Background: an optimization exercise with open tools, aiming at small area, a short achievable clock period and few clock cycles per item. Do not read the settings as production practice.
Function was checked by simulation only, so behaviour that the tests miss may differ from the original.
No activity file was given, so power comes from the tool's default toggle rates.

**design.v**
```verilog
module hiker_xu (
    input  wire        clk,
    input  wire        rst,           
    input  wire        in_valid,
    output wire        in_ready,
    input  wire [31:0] in_instr,
    input  wire [31:0] in_a,          
    input  wire [31:0] in_b,          
    input  wire [3:0]  in_flags,      
    output reg         out_valid,
    output reg  [31:0] out_result,
    output reg         out_wen,
    output reg  [3:0]  out_rd,
    output wire [3:0]  out_flags,
    output reg         out_illegal,
    output reg         out_divide
);
    localparam OP_ALU  = 6'h01, OP_MD   = 6'h02, OP_ADDI = 6'h04,
               OP_ANDI = 6'h05, OP_ORI  = 6'h06, OP_XORI = 6'h07,
               OP_LUI  = 6'h08, OP_SHI  = 6'h09, OP_CMPI = 6'h0A;
    wire [5:0]  i_op   = in_instr[31:26];
    wire [3:0]  i_gd   = in_instr[25:22];
    wire [3:0]  i_ga   = in_instr[21:18];
    wire [3:0]  i_gbf  = in_instr[17:14];
    wire        i_fr   = in_instr[13];
    wire [2:0]  i_zr   = in_instr[12:10];
    wire [3:0]  i_cond = in_instr[9:6];
    wire [5:0]  i_fn   = in_instr[5:0];
    wire        i_fi   = in_instr[17];
    wire        i_zi   = in_instr[16];
    wire [15:0] i_imm  = in_instr[15:0];
    reg i_illegal;
    always @(*) begin
        case (i_op)
            OP_ALU: begin
                if (i_zr != 3'b0 || i_fn > 6'h15)
                    i_illegal = 1'b1;
                else if (i_fn == 6'h13)
                    i_illegal = (i_cond == 4'hF);
                else if (i_cond != 4'h0)
                    i_illegal = 1'b1;
                else if (i_fn == 6'h10 || i_fn == 6'h11 || i_fn == 6'h12)
                    i_illegal = (i_gbf != 4'h0);
                else
                    i_illegal = 1'b0;
            end
            OP_MD:   i_illegal = (i_zr != 3'b0) || (i_cond != 4'h0) ||
                                 (i_fn == 6'h03) || (i_fn > 6'h07);
            OP_ADDI, OP_ANDI, OP_ORI, OP_XORI:
                     i_illegal = i_zi;
            OP_LUI:  i_illegal = i_zi || i_fi || (i_ga != 4'h0);
            OP_SHI:  i_illegal = i_zi || (i_imm[15:8] != 8'h0) || i_imm[5];
            OP_CMPI: i_illegal = i_zi || i_fi || (i_gd != 4'h0);
            default: i_illegal = 1'b1;
        endcase
    end
    wire i_alu  = (i_op == OP_ALU);
    wire i_md   = (i_op == OP_MD);
    wire i_addi = (i_op == OP_ADDI);
    wire i_andi = (i_op == OP_ANDI);
    wire i_ori  = (i_op == OP_ORI);
    wire i_xori = (i_op == OP_XORI);
    wire i_lui  = (i_op == OP_LUI);
    wire i_shi  = (i_op == OP_SHI);
    wire i_cmpi = (i_op == OP_CMPI);
    wire [4:0] i_f5 = i_fn[4:0];    
    wire i_bz   = (in_b == 32'h0);
    wire i_mul  = i_md && !i_illegal && !i_fn[2];
    wire i_div  = i_md && !i_illegal && i_fn[2] && !i_bz;
    wire i_dz   = i_md && !i_illegal && i_fn[2] && i_bz;
    wire fn_n = in_flags[3], fn_z = in_flags[2], fn_c = in_flags[1], fn_v = in_flags[0];
    reg i_condt;
    always @(*) begin
        case (i_cond)
            4'h0: i_condt = 1'b1;
            4'h1: i_condt = fn_z;
            4'h2: i_condt = ~fn_z;
            4'h3: i_condt = fn_c;
            4'h4: i_condt = ~fn_c;
            4'h5: i_condt = fn_c & ~fn_z;
            4'h6: i_condt = ~fn_c | fn_z;
            4'h7: i_condt = fn_n;
            4'h8: i_condt = ~fn_n;
            4'h9: i_condt = fn_v;
            4'hA: i_condt = ~fn_v;
            4'hB: i_condt = (fn_n == fn_v);
            4'hC: i_condt = (fn_n != fn_v);
            4'hD: i_condt = ~fn_z & (fn_n == fn_v);
            4'hE: i_condt = fn_z | (fn_n != fn_v);
            default: i_condt = 1'b0;
        endcase
    end
    wire i_rs_add  = (i_alu && i_f5 <= 5'h03) || i_addi || i_cmpi;
    wire i_rs_and  = (i_alu && i_f5 == 5'h04) || i_andi;
    wire i_rs_or   = (i_alu && i_f5 == 5'h05) || i_ori;
    wire i_rs_xor  = (i_alu && i_f5 == 5'h06) || i_xori;
    wire i_rs_andn = (i_alu && i_f5 == 5'h07);
    wire i_rs_sh   = (i_alu && i_f5[4:2] == 3'b010) || i_shi;
    wire i_rs_pick = (i_alu && (i_f5[4:2] == 3'b011 || i_f5 == 5'h13));
    wire i_rs_clz  = (i_alu && i_f5 == 5'h10);
    wire i_rs_sxb  = (i_alu && i_f5 == 5'h11);
    wire i_rs_sxh  = (i_alu && i_f5 == 5'h12);
    wire i_rs_slt  = (i_alu && i_f5[4:1] == 4'b1010);
    wire i_rs_b    = i_lui;
    wire i_fset = i_alu ? i_fr :
                  i_md  ? i_fr :
                  (i_addi || i_andi || i_ori || i_xori || i_shi) ? i_fi :
                  i_cmpi;
    wire i_sub = (i_alu && i_f5[1]) || i_cmpi;            
    wire i_cin = i_cmpi || (i_alu && (i_f5[1:0] == 2'd2 || (i_f5[0] && fn_c)));
    wire i_cmp_sg = (i_alu && (i_f5 == 5'h0C || i_f5 == 5'h0D || i_f5 == 5'h14));
    wire i_pk_cmp = (i_alu && i_f5[4:2] == 3'b011);
    wire i_pk_inv = i_f5[0];                                
    wire [31:0] i_bv = (i_addi || i_cmpi)          ? {{16{i_imm[15]}}, i_imm} :
                       (i_andi || i_ori || i_xori) ? {16'h0, i_imm} :
                       i_lui                       ? {i_imm, 16'h0} :
                                                     in_b;
    wire [1:0] i_sk   = i_shi ? i_imm[7:6] : i_f5[1:0];    
    wire [7:0] i_n    = i_shi ? {3'b0, i_imm[4:0]} : in_b[7:0];
    wire       i_n32  = (i_n == 8'd32);
    wire       i_nbig = (i_n > 8'd32);
    wire [5:0] i_s    = (i_sk == 2'd0) ? (6'd32 - {i_n32, i_n[4:0]}) :
                        (i_sk == 2'd3) ? {1'b0, i_n[4:0]} :
                        (i_n32 || i_nbig) ? 6'd32 : {1'b0, i_n[4:0]};
    wire       i_big  = i_nbig && (i_sk[1] == 1'b0);
    wire       i_zamt = (i_sk == 2'd3) ? (i_n[4:0] == 5'd0) : (i_n == 8'd0);
    wire i_msg = (i_fn[1:0] != 2'd2);
    function [1:0] chunks;
        input [31:0] v;
        input        sg;
        reg   [32:0] e;
        begin
            e = {sg & v[31], v};
            if (&e[32:7] || ~|e[32:7])        chunks = 2'd0;
            else if (&e[32:15] || ~|e[32:15]) chunks = 2'd1;
            else if (&e[32:23] || ~|e[32:23]) chunks = 2'd2;
            else                              chunks = 2'd3;
        end
    endfunction
    wire [1:0] i_ka   = chunks(in_a, i_msg);
    wire [1:0] i_kb   = chunks(in_b, i_msg);
    wire       i_swap = (i_ka < i_kb);         
    wire [1:0] i_k    = i_swap ? i_ka : i_kb;
    reg        v1, hold;
    reg [31:0] a1, b1;
    reg [3:0]  f1, gd1;
    reg [1:0]  fn1;           
    reg        ill1, dz1, mul1, div1, wen1, fset1, sub1, cin1;
    reg        rs_add, rs_and, rs_or, rs_xor, rs_andn, rs_sh, rs_pick;
    reg        rs_clz, rs_sxb, rs_sxh, rs_slt, rs_b;
    reg        cmp_sg, pk_cmp, pk_inv, condt;
    reg        sh_hia, sh_hisg, sh_loa, sh_cl, sh_cr31, sh_big, sh_zamt;
    reg [5:0]  s_amt;
    reg        swap1;
    assign in_ready = !hold;
    wire fl_n = f1[3], fl_z = f1[2], fl_c = f1[1], fl_v = f1[0];
    wire [31:0] add_b   = sub1 ? ~b1 : b1;
    wire [32:0] add_sum = {1'b0, a1} + {1'b0, add_b} + {32'b0, cin1};
    wire        add_c   = add_sum[32];
    wire        add_v   = (a1[31] == add_b[31]) && (add_sum[31] != a1[31]);
    wire lt_s = $signed(a1) < $signed(b1);
    wire lt_u = a1 < b1;
    wire lt   = cmp_sg ? lt_s : lt_u;
    wire pick_a = pk_cmp ? (lt ^ pk_inv) : condt;
    localparam DV_MAG = 2'd0, DV_ALN = 2'd1, DV_ITER = 2'd2, DV_FIN = 2'd3;
    reg  [1:0]  dst;
    reg  [31:0] d_den;
    wire [31:0] sh_hi = (div1)   ? d_den :
                        (sh_hia) ? a1 :
                        (sh_hisg ? {32{a1[31]}} : 32'h0);
    wire [31:0] sh_lo = sh_loa ? a1 : 32'h0;
    wire [65:0] sh_f  = {1'b0, sh_hi, sh_lo, 1'b0};
    wire [33:0] sh_w  = sh_f >> s_amt;
    wire [31:0] sh_r  = sh_big ? 32'h0 : sh_w[32:1];
    wire        sh_c  = sh_zamt ? fl_c : sh_big ? 1'b0 :
                        sh_cl ? sh_w[33] : sh_cr31 ? sh_w[32] : sh_w[0];
    function [5:0] clz32;
        input [31:0] v;
        integer j;
        begin
            clz32 = 6'd32;
            for (j = 0; j < 32; j = j + 1)
                if (v[j]) clz32 = 6'd31 - j[5:0];
        end
    endfunction
    wire        d_sgn = !fn1[0];              
    wire        sa    = div1 & d_sgn & a1[31];
    wire        sb    = div1 & d_sgn & b1[31];
    wire [5:0]  clz_a = clz32(a1 ^ {32{sa}});
    wire [31:0] alu_res =
          ({32{rs_add}}  & add_sum[31:0])
        | ({32{rs_and}}  & (a1 & b1))
        | ({32{rs_or}}   & (a1 | b1))
        | ({32{rs_xor}}  & (a1 ^ b1))
        | ({32{rs_andn}} & (a1 & ~b1))
        | ({32{rs_sh}}   & sh_r)
        | ({32{rs_pick}} & (pick_a ? a1 : b1))
        | ({32{rs_clz}}  & {26'h0, clz_a})
        | ({32{rs_sxb}}  & {{24{a1[7]}}, a1[7:0]})
        | ({32{rs_sxh}}  & {{16{a1[15]}}, a1[15:0]})
        | ({32{rs_slt}}  & {31'h0, lt})
        | ({32{rs_b}}    & b1);
    reg  [63:0] acc_s, acc_c;    
    reg  [1:0]  cnt_m;
    reg         first, mfin;
    wire        m_sg  = (fn1 != 2'd2);
    wire [31:0] m_x   = swap1 ? b1 : a1;
    wire [31:0] m_y   = swap1 ? a1 : b1;
    wire [32:0] m_xe  = {m_sg & m_x[31], m_x};
    reg  [7:0]  m_cb;
    reg         m_top;
    always @(*) begin
        case (cnt_m)
            2'd0: begin m_cb = m_y[7:0];   m_top = m_y[7];  end
            2'd1: begin m_cb = m_y[15:8];  m_top = m_y[15]; end
            2'd2: begin m_cb = m_y[23:16]; m_top = m_y[23]; end
            default: begin m_cb = m_y[31:24]; m_top = m_sg & m_y[31]; end
        endcase
    end
    wire        m_t   = first & m_top;        
    localparam [63:0] M_K = 64'h0000_0100 - 64'h0000_0100_0000_0000
                          - 64'h0000_00FF_0000_0000;
    wire [32:0] m_x8 = m_t ? m_xe : 33'h0;
    wire [63:0] r0 = {31'h0, ~(m_cb[0] & m_xe[32]), {32{m_cb[0]}} & m_xe[31:0]};
    wire [63:0] r1 = {30'h0, ~(m_cb[1] & m_xe[32]), {32{m_cb[1]}} & m_xe[31:0], 1'b0};
    wire [63:0] r2 = {29'h0, ~(m_cb[2] & m_xe[32]), {32{m_cb[2]}} & m_xe[31:0], 2'b0};
    wire [63:0] r3 = {28'h0, ~(m_cb[3] & m_xe[32]), {32{m_cb[3]}} & m_xe[31:0], 3'b0};
    wire [63:0] r4 = {27'h0, ~(m_cb[4] & m_xe[32]), {32{m_cb[4]}} & m_xe[31:0], 4'b0};
    wire [63:0] r5 = {26'h0, ~(m_cb[5] & m_xe[32]), {32{m_cb[5]}} & m_xe[31:0], 5'b0};
    wire [63:0] r6 = {25'h0, ~(m_cb[6] & m_xe[32]), {32{m_cb[6]}} & m_xe[31:0], 6'b0};
    wire [63:0] r7 = {24'h0, ~(m_cb[7] & m_xe[32]), {32{m_cb[7]}} & m_xe[31:0], 7'b0};
    wire [63:0] r8 = {23'h0, m_x8[32], ~m_x8[31:0], 8'b0};
    wire [63:0] ra = first ? 64'h0 : {acc_s[55:0], 8'h0};
    wire [63:0] rb = first ? 64'h0 : {acc_c[55:0], 8'h0};
    function [127:0] csa;
        input [63:0] x, y, z;
        begin
            csa[63:0]   = x ^ y ^ z;
            csa[127:64] = {((x & y) | (x & z) | (y & z)), 1'b0} ;
        end
    endfunction
    wire [127:0] l1a = csa(r0, r1, r2);
    wire [127:0] l1b = csa(r3, r4, r5);
    wire [127:0] l1c = csa(r6, r7, r8);
    wire [127:0] l1d = csa(ra, rb, M_K);
    wire [127:0] l2a = csa(l1a[63:0], l1a[127:64], l1b[63:0]);
    wire [127:0] l2b = csa(l1b[127:64], l1c[63:0], l1c[127:64]);
    wire [127:0] l3a = csa(l2a[63:0], l2a[127:64], l2b[63:0]);
    wire [127:0] l3b = csa(l2b[127:64], l1d[63:0], l1d[127:64]);
    wire [127:0] l4a = csa(l3a[63:0], l3a[127:64], l3b[63:0]);
    wire [127:0] l5a = csa(l4a[63:0], l4a[127:64], l3b[127:64]);
    wire [63:0] m_sum = acc_s + acc_c;
    wire [31:0] m_res = (fn1 == 2'd0) ? m_sum[31:0] : m_sum[63:32];
    reg  [4:0]  cnt_d;
    reg         d_negq, d_negr;
    function pow2neg;
        input [31:0] v;      
        integer j;
        begin
            pow2neg = 1'b1;
            for (j = 0; j < 31; j = j + 1)
                if (!v[j+1] && v[j]) pow2neg = 1'b0;
        end
    endfunction
    wire [5:0]  clz_b  = clz32(b1 ^ {32{sb}});
    wire [6:0]  d_diff = {1'b0, clz_b} - {6'b0, sb & pow2neg(b1)}
                       - {1'b0, clz_a} + {6'b0, sa & pow2neg(a1)};
    wire        d_q0   = d_diff[6];
    wire [31:0] d_r    = acc_s[63:32];
    wire [31:0] d_q    = acc_s[31:0];
    wire [32:0] d_sub  = {1'b0, d_r} - {1'b0, d_den};
    wire        d_ge   = !d_sub[32];
    wire        fin_rem = fn1[1];
    wire [31:0] n1_in  = (dst == DV_FIN) ? (fin_rem ? d_r : d_q) : a1;
    wire        n1_neg = (dst == DV_FIN) ? (fin_rem ? d_negr : d_negq) : sa;
    wire [31:0] n1_out = n1_neg ? (~n1_in + 32'd1) : n1_in;
    wire [31:0] b_mag  = sb ? (~b1 + 32'd1) : b1;
    reg o_f, o_n, o_z, o_c, o_v;
    assign out_flags = {o_f ? out_result[31] : o_n,
                        o_f ? (out_result == 32'h0) : o_z,
                        o_c, o_v};
    wire mul_done = mul1 && mfin;
    wire div_done = div1 && (dst == DV_FIN);
    wire s2_done  = v1 && !hold;       
    always @(posedge clk) begin
        if (v1 && mul1) begin
            acc_s <= l5a[63:0];
            acc_c <= l5a[127:64];
            first <= 1'b0;
            cnt_m <= cnt_m - 2'd1;
        end
        if (v1 && div1) begin
            case (dst)
                DV_MAG: begin
                    acc_s  <= {n1_out, 32'h0};
                    d_den  <= b_mag;
                    cnt_d  <= d_diff[4:0];
                    s_amt  <= 6'd32 - {1'b0, d_diff[4:0]};
                    d_negq <= sa ^ sb;
                    d_negr <= sa;
                end
                DV_ALN: begin
                    d_den <= sh_w[32:1];
                end
                DV_ITER: begin
                    acc_s <= {d_ge ? d_sub[31:0] : d_r, d_q[30:0], d_ge};
                    d_den <= {1'b0, d_den[31:1]};
                    cnt_d <= cnt_d - 5'd1;
                end
                default: ;
            endcase
        end
        if (s2_done) begin
            out_rd <= gd1;
            o_n    <= fl_n;
            o_z    <= fl_z;
            if (mul1) begin
                out_result  <= m_res;
                out_wen     <= wen1;
                out_illegal <= 1'b0;
                out_divide  <= 1'b0;
                o_f <= fset1; o_c <= fl_c; o_v <= fl_v;
            end else if (div1) begin
                out_result  <= n1_out;
                out_wen     <= wen1;
                out_illegal <= 1'b0;
                out_divide  <= 1'b0;
                o_f <= fset1; o_c <= fl_c; o_v <= fl_v;
            end else begin
                out_result  <= alu_res;
                out_wen     <= wen1;
                out_illegal <= ill1;
                out_divide  <= dz1;
                o_f <= fset1;
                o_c <= (fset1 && rs_add) ? add_c : (fset1 && rs_sh) ? sh_c : fl_c;
                o_v <= (fset1 && rs_add) ? add_v : fl_v;
            end
        end
        if (!hold) begin
            a1     <= in_a;
            b1     <= i_bv;
            f1     <= in_flags;
            gd1    <= i_gd;
            fn1    <= i_fn[1:0];
            ill1   <= i_illegal;
            dz1    <= i_dz;
            mul1   <= i_mul;
            div1   <= i_div;
            wen1   <= !i_illegal && !i_dz && !i_cmpi && (i_gd != 4'h0);
            fset1  <= !i_illegal && !i_dz && i_fset;
            sub1   <= i_sub;
            cin1   <= i_cin;
            rs_add <= i_rs_add;  rs_and <= i_rs_and;  rs_or  <= i_rs_or;
            rs_xor <= i_rs_xor;  rs_andn <= i_rs_andn; rs_sh <= i_rs_sh;
            rs_pick <= i_rs_pick; rs_clz <= i_rs_clz; rs_sxb <= i_rs_sxb;
            rs_sxh <= i_rs_sxh;  rs_slt <= i_rs_slt;  rs_b   <= i_rs_b;
            cmp_sg <= i_cmp_sg;  pk_cmp <= i_pk_cmp;  pk_inv <= i_pk_inv;
            condt  <= i_condt;
            sh_hia  <= (i_sk == 2'd0) || (i_sk == 2'd3);
            sh_hisg <= (i_sk == 2'd2) && in_a[31];
            sh_loa  <= (i_sk != 2'd0) && !i_md;
            sh_cl   <= (i_sk == 2'd0);
            sh_cr31 <= (i_sk == 2'd3);
            sh_big  <= i_big;
            sh_zamt <= i_zamt;
            s_amt   <= i_s;
            swap1   <= i_swap;
            cnt_m   <= i_k;
            first   <= 1'b1;
        end
        if (rst) begin
            v1        <= 1'b0;
            hold      <= 1'b0;
            out_valid <= 1'b0;
            dst       <= DV_MAG;
            mfin      <= 1'b0;
        end else begin
            out_valid <= s2_done;
            if (v1 && mul1) begin
                mfin <= (cnt_m == 2'd0);
                hold <= (cnt_m != 2'd0);
            end
            if (v1 && div1) begin
                case (dst)
                    DV_MAG:  begin dst <= d_q0 ? DV_FIN : DV_ALN; hold <= !d_q0; end
                    DV_ALN:  dst <= DV_ITER;
                    DV_ITER: if (cnt_d == 5'd0) begin dst <= DV_FIN; hold <= 1'b0; end
                    default: dst <= DV_MAG;
                endcase
            end
            if (!hold) begin
                v1   <= in_valid;
                hold <= in_valid && (i_mul || i_div);
                mfin <= 1'b0;
            end
        end
    end
endmodule
```
**run.sh**
```bash
#!/bin/bash
# synth_recipe.tcl (not shown) runs the flow's synth.tcl, then flattens the netlist and writes it again
# the make line also repeats each setting of config.mk as NAME=value (left out here)
make -C /OpenROAD-flow-scripts/flow DESIGN_CONFIG=/design/flow/config.mk WORK_HOME=/design/flow/orfs CLKGATE_MAP_FILE= SYNTH_SCRIPT=/design/flow/synth_recipe.tcl finish
```
**config.mk**
```make
export PLATFORM = sky130hd
export DESIGN_NAME = hiker_xu
export DESIGN_NICKNAME = hiker_xu
export VERILOG_FILES = /design/flow/design.v
export SDC_FILE = /design/flow/constraint.sdc
export NUM_CORES = 4
export LEC_CHECK = 0
export CAP_MARGIN = 20
export CORE_MARGIN = 2
export CORE_UTILIZATION = 40
export SLEW_MARGIN = 20
```
**constraint.sdc**
```tcl
create_clock -name core_clock -period 11.0 [get_ports {clk}]
set_input_delay 2.2000 -clock core_clock [delete_from_list [all_inputs] [get_ports {clk}]]
set_output_delay 2.2000 -clock core_clock [all_outputs]
set_load 0.01 [all_outputs]
```
==> notes.md <==
[through the flow]
step / setup slack, ps / util, %
final: 4490 / 44.3
after detailed placement: 4700 / 43.0
after CTS: 4680 / 44.3
after global routing: 4260 / 44.3
after floorplan: 5660 / -
after global placement: 4790 / 43.0
[where the power goes]
part / total (mW) / switching [mW] / internal, mW
logic: 2.77 / 1.72 / 1.05
clock network: 1.48 / 0.656 / 0.827
registers: 1.52 / 0.0940 / 1.42
[flip-flops by register name (all words and copies together), names as in the netlist, 2 cells and up]
signal,count
a1,32
acc_c,58
dst,2
fn1,2
b1,32
out_result,32
gd1,4
out_rd,4
acc_s,64
cnt_m,2
d_den,32
f1,4
cnt_d,5
s_amt,6
[cell type report]
type | count | area (um2)
inverters | 529 | 1990
multi-input cells | 4121 | 31800
clock buffers | 57 | 1200
repair buffers | 272 | 2410
fillers | 11000 | 61500
clock inverters | 23 | 228
diodes | 5 | 12.5
well taps | 1488 | 1860
flip-flops and latches | 324 | 9350
[layout by cell type, fill, tap and decap left out, drive strengths merged, types with 17 or more instances in the layout]
| master | count |
|---|---|
| xnor2 | 115 |
| clkdlybuf4s50 | 147 |
| o21a | 53 |
| a222oi | 24 |
| fa | 286 |
| o22ai | 42 |
| a22o | 17 |
| edfxtp | 286 |
| nand3 | 120 |
| clkbuf | 57 |
| ha | 372 |
| a21oi | 313 |
| nor4 | 33 |
| nor2b | 116 |
| o21ai | 346 |
| a31oi | 50 |
| mux4 | 35 |
| xor2 | 90 |
| nand2b | 92 |
| buf | 125 |
| o31ai | 19 |
| nand2 | 614 |
| nor3 | 81 |
| nor2 | 437 |
| a31o | 27 |
| a211oi | 27 |
| a22oi | 48 |
| clkinv | 30 |
| a21o | 90 |
| a221oi | 61 |
| mux2i | 223 |
| and3 | 21 |
| o211ai | 22 |
| nand4 | 45 |
| inv | 518 |
| dfxtp | 38 |
| mux2 | 41 |
| o21bai | 25 |
| o221ai | 30 |
[kinds of logic after synthesis]
family | share of synthesized area (%)
AO/OA/AOI/OAI | 19.4
adder cells (fa/ha/maj) | 23.4
buffers and inverters | 7.42
AND/OR/NAND/NOR | 16.9
XOR/XNOR | 4.04
multiplexers | 7.84
flip-flops | 21.0
[per-layer routing]
layer	global-route usage, %	share of wire, %	wire length [um]
met4	20.4	7.1	14100
met5	0	0.12	238
met2	49.6	41	81300
met1	45.5	40	79500
met3	10.3	12	23400
[path summary, 6_finish.rpt]
| kind | startpoint | end | slack [ps] | cells past startpoint |
|---|---|---|---|---|
| min | gd1[3] | out_rd[3] | 420 | 0 |
| min reg2reg | gd1[3] | out_rd[3] | 420 | 0 |
| max | div1 | s_amt[3] | 4490 | 20 |
| max reg2reg | div1 | s_amt[3] | 4490 | 20 |
==> summary.md <==
| Metric | Value |
|---|---|
| FP Rows | 122 |
| DRT iter0 DRCs | 5659 |
| Placed instance area | 47400 um2 |
| Routed Wire Length | 199 mm |
| Hold buffers post-CTS | 0 |
| Syn Nets | 6078 |
| Seq cells post-synth | 324 |
| IO Count | 148 |
| Overall routing resource usage | 34.4% |
| Crit end category | flop |
| Final ANT Viol Nets | 0 |
| Startpoint class of the critical path | flop |
| Worst-Margin Slew | 1220 ps |
| RSZ-0062 raised after global routing | no |
| Most common cell in the netlist | nand2_1 |
| Final Max Slew Viols | 0 |
| Period minus WS final | 6510 ps |
| Largest net degree at the start of global routing | 100 |
| Share of cells above drive strength 1 | 6.25% |
| Area grow syn2layout | 10.0% |
| Mapped Area | 44400 um2 |
| Worst min-delay path category | reg -> reg |
| Die H | 337 um |
| Data required, critical path | 11340 ps |
| Cells after DPL | 6734 |
| Crit-path max FO | 36 |
| Antenna violations before repair | 17 |
| Synth cell count leaders | nand2_1, inv_1, nor2_1 |
| TritonCTS clock tree | built |
| Post_cts resized | 0 |
| Ys async rst share | 0% |
| CP cell instances | buf_4 -> nor2b_1 -> nand2_1 -> inv_1 -> o2111ai_1 -> a32oi_1 -> nor3_1 -> o21ai_0 -> nand3_1 -> a31o_2 -> a221oi_1 -> fa_1 -> inv_1 -> fa_1 -> ha_1 -> inv_1 -> fa_1 -> and3_1 -> xnor2_1 -> o22ai_1 |
| Finished Cell Area | 48900 um2 |
| EDFF count, synth | 286 |
| Setup TNS | 0 ps |
| FMAX | 154 MHz |
| Skew-Pair Late Insertion Delay | 670 ps |
| Synth top area cells | edfxtp_1, fa_1, ha_1 |
| Core ar. | 110000 um2 |
| Fin nets | 6053 |
| Clock Sinks | 324 |
| Sequential fraction of the synthesis area | 21.0% |
| Post-synthesis cell count | 5317 |
| VDD IR max | 112 uV |
| Vias in the first global route | 40.5k |
| Gpl congestion | 1.04 |
| CP delay by family, top | compound AO/OA/AOI/OAI gates |
| Post-CTS Setup Bufs | 0 |
| Pwr Density | 118 nW/um2 |
| WHS | 422 ps |
| Leak Pwr | 20.7 nW |
| First drt pass iteration count | 6 |
| Post-synth cell types | 94 |
| Worst Path Arrival | 6850 ps |
| Slowest CP cell | inv_1 |
| Status | complete, no violations |
| HPWL Detailed | 152 mm |
| Top-area cell type share of the netlist area | 19.3% |
| Via/cell ratio | 6.21 |
| Total CTS buffers | 44 |
| Post-route insts no fill | 6819 |
| Part of the cycle the worst path needs | 59.2% |
| DRC | 0 |
| Post-synthesis area per instance | 8.35 um2 |
| I/O Buffers | 147 |
| Worst clock skew | 42.9 ps |
| Ys flop type | edfxtp_1 |
| Longest Clk Path Bufs | 3 |
| Via count | 42.3k |
| Die footprint | 114000 um2 |
| Worst stage delay on the critical path | 750 ps |
| Initial Util | 40.3% |
| Drt wl/cell | 29.1 um |
| Slew headroom | 18.8% |
| Worst Path Buf+Inv | 4 |
| Yosys warnings | 1 |
| Global-route wire length before repair | 286 mm |
| Cell accounting for the most synthesized area | edfxtp_1 |
| Clock root cell | clkbuf_16 |
| Congestion Overflow GR | 0 |
| H-tree levels | 2 |
| Power, Total | 5.77 mW |
| Hold Fails Final Rpt | 0 |
| Die X | 337 um |
| Final setup viols | 0 |
| Max_cap viols | 0 |
| Clock Pin Slew Worst Setup and Hold Paths | 60 ps |
| Type of the worst setup path | reg -> reg |
Testbench counts, summed over its fixed seeds: cycles 80,071, items 32,000.

==> what the ideal ports hide <==
How much do the figures lean on ideal ports? The routed layout below was timed once more, with nothing changed but the port constraints. Step 1, drivers: a clkbuf_16 drives clk and a buf_2 each remaining input, both assumed. Step 2 times the ports against the registers' clock, not the clock port: input delays grow and output delays shrink by t, the midpoint of the rising clock arrivals with the driver on. a / b / c = ideal ports / drivers / drivers and shift; a / b = the first two.
t, ns: 0.722
setup slack, ns: 4.492 / 4.492 / 4.492
worst setup path after step 2: register to register
worst register clock-pin slew, ns: 0.08 / 0.08
worst data-port slew with drivers (ns): 0.07
After both steps this run still meets setup and hold. For this run, drivers alone change the setup slack by 0.000 ns; drivers and shift together by 0.000 ns.
